What follows belongs to an exercise in optimizing a design on an open flow for small area, a short achievable clock period and few clock cycles per item; a production flow would make more cautious choices. Function was checked by simulation only, so behaviour that the tests miss may differ from the original.

==> willow <==
==> flow/design.v (excerpt) <==
module lake_enc (
    input  wire        clk,
    input  wire        rst,
    input  wire        in_valid,
    output wire        in_ready,
    input  wire [29:0] in_elem,
    input  wire        in_first,
    input  wire        in_bounded,
    input  wire        in_ratio3,
    input  wire [1:0]  in_qmax,
    output wire        out_valid,
    input  wire        out_ready,
    output wire [31:0] out_word,
    output wire        out_last,
    output wire        out_fit
);
    localparam integer P = 33;       
    localparam integer L = P + 10;   
    integer i, k, q;
    function [9:0] recf;
        input [9:0] x;
        input [1:0] dl;
        reg   [2:0] lo;
        reg   [7:0] hm1;
        begin
            lo  = {1'b0, x[1:0]} - {1'b0, dl};
            hm1 = x[9:2] - 8'd1;
            if (!lo[2])
                recf = {x[9:2], lo[1:0]};
            else if (x[9:2] == 8'd0)
                recf = 10'd0;
            else
                recf = {hm1, lo[1:0]};
        end
    endfunction
    function [9:0] predf;
        input [9:0] a;
        input [9:0] b;
        input [9:0] u;
        input       row0;
        input       bonly;
        reg         alb, uga, ugb, ula, ulb;
        begin
            alb = a < b;
            uga = u >= a;
            ugb = u >= b;
            ula = u <= a;
            ulb = u <= b;
            if (row0)
                predf = a;
            else if (bonly)
  ...
clock: 13.0 ns
lec_check: 0
cap_margin: 20
core_margin: 2
core_utilization: 55
setup_slack_margin: 5
slew_margin: 20
run.sh (not shown) runs the stock make flow with config.mk's settings and CLKGATE_MAP_FILE= SYNTH_SCRIPT=/design/flow/synth_recipe.tcl, a recipe that flattens the netlist after the stock synthesis.
==> inputs of indigo, as changes to willow <==
--- a/flow/design.v
+++ b/flow/design.v
@@ -17,23 +17,14 @@
     localparam integer P = 33;       
     localparam integer L = P + 10;   
     integer i, k, q;
     function [9:0] recf;
         input [9:0] x;
         input [1:0] dl;
-        reg   [2:0] lo;
-        reg   [7:0] hm1;
         begin
-            lo  = {1'b0, x[1:0]} - {1'b0, dl};
-            hm1 = x[9:2] - 8'd1;
-            if (!lo[2])
-                recf = {x[9:2], lo[1:0]};
-            else if (x[9:2] == 8'd0)
-                recf = 10'd0;
-            else
-                recf = {hm1, lo[1:0]};
+            recf = (x < {8'd0, dl}) ? 10'd0 : x - {8'd0, dl};
         end
     endfunction
     function [9:0] predf;
         input [9:0] a;
         input [9:0] b;
         input [9:0] u;
@@ -85,24 +76,12 @@
             else if (ula && ulb)
                 dpredf = alb ? db : da;
             else
                 dpredf = dm;
         end
     endfunction
-    function [10:0] subcs;
-        input [9:0] x;
-        input [9:0] p;
-        reg   [5:0] lo;
-        reg   [5:0] h0, h1;
-        begin
-            lo = {1'b0, x[4:0]} + {1'b0, ~p[4:0]} + 6'd1;
-            h0 = {1'b0, x[9:5]} + {1'b1, ~p[9:5]};
-            h1 = {1'b0, x[9:5]} + {1'b1, ~p[9:5]} + 6'd1;
-            subcs = {lo[5] ? h1 : h0, lo[4:0]};
-        end
-    endfunction
     function [3:0] bitlen10;
         input [9:0] m;
         integer n;
         begin
             bitlen10 = 4'd0;
             for (n = 0; n < 10; n = n + 1)
@@ -261,13 +240,13 @@
     reg  [9:0]  wacc [0:8];
     reg  [8:0]  wnzn;
     reg  signed [10:0] wdif, we;
     always @(*) begin
         for (q = 0; q < 3; q = q + 1)
             for (k = 0; k < 3; k = k + 1) begin
-                wdif = subcs(sx[0][29 - 10 * k -: 10], wpr[3 * q + k]);
+                wdif = $signed({1'b0, sx[0][29 - 10 * k -: 10]}) - $signed({1'b0, wpr[3 * q + k]});
                 we   = wdif >>> q;
                 wm[3 * q + k] = panc ? 10'd0 : (we[10] ? ~we[9:0] : we[9:0]);
                 wz[3 * q + k] = (we != 11'sd0) && !panc;
             end
         for (i = 0; i < 9; i = i + 1) begin
             wacc[i]  = (pfirst ? 10'd0 : worm[i]) | wm[i];
@@ -278,15 +257,13 @@
     reg  [5:0]  gsum [0:2];
     reg  [3:0]  thr;
     always @(*) begin
         for (i = 0; i < 9; i = i + 1)
             gw[i] = wnzn[i] ? bitlen10(wacc[i]) + 4'd1 : 4'd0;
         for (i = 0; i < 3; i = i + 1)
-            gsum[i] = {2'b00, gw[3 * i] ^ gw[3 * i + 1] ^ gw[3 * i + 2]}
-                    + {1'b0, (gw[3 * i] & gw[3 * i + 1]) | (gw[3 * i] & gw[3 * i + 2])
-                             | (gw[3 * i + 1] & gw[3 * i + 2]), 1'b0};
+            gsum[i] = {2'b00, gw[3 * i]} + {2'b00, gw[3 * i + 1]} + {2'b00, gw[3 * i + 2]};
         thr = dratio3 ? (dlv ? 4'd9 : 4'd8) : 4'd14;
     end
     wire        decide = pend && fitsv && moved;
     reg  [3:0]  fw [0:8];
     always @(*) begin
         for (i = 0; i < 9; i = i + 1)
==> flow/config.mk (replaced) <==
export PLATFORM = sky130hd
export DESIGN_NAME = lake_enc
export DESIGN_NICKNAME = lake_enc
export VERILOG_FILES = /design/flow/design.v
export SDC_FILE = /design/flow/constraint.sdc
export NUM_CORES = 4
export LEC_CHECK = 0
export CAP_MARGIN = 20
export CORE_MARGIN = 2
export CORE_UTILIZATION = 40
export SETUP_SLACK_MARGIN = 5
export SLEW_MARGIN = 20
==> inputs of quartz, as changes to willow <==
--- a/flow/design.v
+++ b/flow/design.v
@@ -238,12 +238,16 @@
     wire [63:0] comb   = acc | rfal;
     wire        emit_ok  = !ov || out_ready;
     wire        pad_emit = (padn != 4'd0);
     wire        acc_rdy  = pk_act && (cnt >= 7'd32);
     wire        do_emit  = emit_ok && (pad_emit || acc_rdy);
     wire        acc_emit = do_emit && !pad_emit;
+    wire        hdr_e0 = !pk_act && hv;
+    wire        hdr_e1 = hdr_e0 || (hv && pk_act && pk_dend && (cnt == 7'd32) && !pad_emit);
+    wire [63:0] acc_e0 = hdr_e0 ? {hfld, 50'd0} : comb;
+    wire [63:0] acc_e1 = hdr_e1 ? {hfld, 50'd0} : ((acc_rdy && !pad_emit) ? {comb[31:0], 32'd0} : comb);
     wire        r1_free  = !r1v || r1_go;
     wire        r0_mv    = r0v && r1_free;
     wire        r0_free  = !r0v || r1_free;
     wire        spec_win   = pend && !moved;
     wire        fix0;
     wire        late0      = decide && wce0;
@@ -274,20 +278,23 @@
             wnzn[i] = (pfirst ? 1'b0 : wnz[i]) | wz[i];
         end
     end
     reg  [3:0]  gw [0:8];
     reg  [5:0]  gsum [0:2];
     reg  [3:0]  thr;
+    reg  [3:0]  gthr [0:2];
     always @(*) begin
         for (i = 0; i < 9; i = i + 1)
-            gw[i] = wnzn[i] ? bitlen10(wacc[i]) + 4'd1 : 4'd0;
-        for (i = 0; i < 3; i = i + 1)
+            gw[i] = bitlen10(wacc[i]);
+        thr = dratio3 ? (dlv ? 4'd9 : 4'd8) : 4'd14;
+        for (i = 0; i < 3; i = i + 1) begin
             gsum[i] = {2'b00, gw[3 * i] ^ gw[3 * i + 1] ^ gw[3 * i + 2]}
                     + {1'b0, (gw[3 * i] & gw[3 * i + 1]) | (gw[3 * i] & gw[3 * i + 2])
                              | (gw[3 * i + 1] & gw[3 * i + 2]), 1'b0};
-        thr = dratio3 ? (dlv ? 4'd9 : 4'd8) : 4'd14;
+            gthr[i] = thr - {3'd0, wnzn[3 * i]} - {3'd0, wnzn[3 * i + 1]} - {3'd0, wnzn[3 * i + 2]};
+        end
     end
     wire        decide = pend && fitsv && moved;
     reg  [3:0]  fw [0:8];
     always @(*) begin
         for (i = 0; i < 9; i = i + 1)
             fw[i] = wnz[i] ? bitlen10(worm[i]) + 4'd1 : 4'd0;
@@ -408,13 +415,13 @@
             for (i = 0; i < 9; i = i + 1)
                 worm[i] <= wacc[i];
             wnz <= wnzn;
         end
         if (pend && !fitsv) begin
             for (i = 0; i < 3; i = i + 1)
-                fits[i] <= (gsum[i] <= {2'b00, thr});
+                fits[i] <= (gsum[i] <= {2'b00, gthr[i]});
         end
         if (head_shift && ce == 5'd31)
             for (k = 0; k < 3; k = k + 1)
                 lw[k] <= sx[23][29 - 10 * k -: 10];
         if (decide) begin
             for (i = 0; i < 12; i = i + 1)
@@ -482,18 +489,13 @@
             r1last <= r0last;
             r1f    <= r0anc ? r0d[29:0] : {16'd0, ecat};
             r1len  <= r0anc ? 5'd30 : esum;
         end
         if (hdr_go)
             pk_fit <= hfit;
-        if (hdr_go)
-            acc <= {hfld, 50'd0};
-        else if (acc_emit)
-            acc <= {comb[31:0], 32'd0};
-        else
-            acc <= comb;
+        acc <= emit_ok ? acc_e1 : acc_e0;
         if (do_emit) begin
             ow    <= pad_emit ? 32'd0 : acc[63:32];
             olast <= pad_emit ? (padn == 4'd1) : (pk_wleft == 4'd1);
             ofit  <= pad_emit ? padfit : pk_fit;
         end
         if (rst) begin
==> flow/config.mk (replaced) <==
export PLATFORM = sky130hd
export DESIGN_NAME = lake_enc
export DESIGN_NICKNAME = lake_enc
export VERILOG_FILES = /design/flow/design.v
export SDC_FILE = /design/flow/constraint.sdc
export NUM_CORES = 4
export LEC_CHECK = 0
export CAP_MARGIN = 20
export CORE_MARGIN = 2
export CORE_UTILIZATION = 60
export SETUP_SLACK_MARGIN = 5
export SLEW_MARGIN = 20
==> results.yml <==
outcome:
  outcome: "finished clean"
finish:
  instances_no_fill: 13870
global_route:
  first_global_vias: 87930
critical_path:
  worst-path-stages: 24
  cp.required_ps: 13690
power_and_ir_drop:
  switchingPower_mw: 10.24
That was quartz.
==> results.yml <==
outcome:
  outcome: "finished clean"
finish:
  instances_no_fill: 14040
drt:
  vias_per_cell: 6.308
critical_path:
  worst-path-stages: 23
  cp.required_ps: 13570
power_and_ir_drop:
  switchingPower_mw: 10.70
  fin_total_pwr_mw: 29.07
global_route:
  first_global_vias: 86240
That was willow.
==> results.yml <==
critical_path:
  critical_path.cell_chain: "inv_1, ha_1, inv_1, fa_1, or3_4, o41ai_4, inv_1, a21boi_0, ha_1, nor2b_1, o21a_1, o21ai_0, a21o_1, a31oi_1, o22ai_1, nand2b_1, mux2i_1, nor2b_1, o21ai_0, a22o_1, ha_1, xnor2_1, xnor2_1, nor2_1"
  worst-path-stages: 24
  cp.required_ps: 13630
synthesis:
  post_synth_simple_gate_area: 0.09918
  ys_top_cells_by_count: "sky130_fd_sc_hd__edfxtp_1, sky130_fd_sc_hd__inv_1, sky130_fd_sc_hd__ha_1, sky130_fd_sc_hd__nor2_1, sky130_fd_sc_hd__nand2_1"
drt:
  drt_iter0_drc: 8856
outcome:
  outcome: "finished clean"
global_route:
  groute.layer.met3.usage: 0.03244
power_and_ir_drop:
  p_sw_frac: 0.3685
finish:
  instances_no_fill: 15070
That was indigo.
Testbench counts of willow, summed over its fixed seeds: cycles 50,479, blocks 1,536.
Testbench counts of indigo, summed over its fixed seeds: cycles 50,479, blocks 1,536.
Testbench counts of quartz, summed over its fixed seeds: cycles 50,479, blocks 1,536.

what the ideal ports hide:
The flow's constraints put no driver on any port. The routed layouts listed below were extracted and timed again, unchanged, in two steps. Step 1 assumes that a clkbuf_16 drives the clock port and a buf_2 every other input. Step 2 moves the port delays by t, midway between the first and last clock arrival at a register: inputs arrive t later, outputs are due t later. That takes back most of the time a late clock gives input paths. Slacks: ideal / step 1 / step 2; pairs: ideal / step 1.
| run | t (ns) | slack for setup (ns) | latest minus earliest clock arrival (ns) | worst slew at a driven data input, ns |
|---|---|---|---|---|
| willow | 0.974 | 6.209 / 6.209 / 6.209 | 0.077 / 0.077 | 0.06 |
| indigo | 1.036 | 5.434 / 5.434 / 5.434 | 0.130 / 0.129 | 0.25 |
| quartz | 0.975 | 6.086 / 6.086 / 6.086 | 0.105 / 0.106 | 0.22 |
After both steps setup and hold are still met in every run listed.
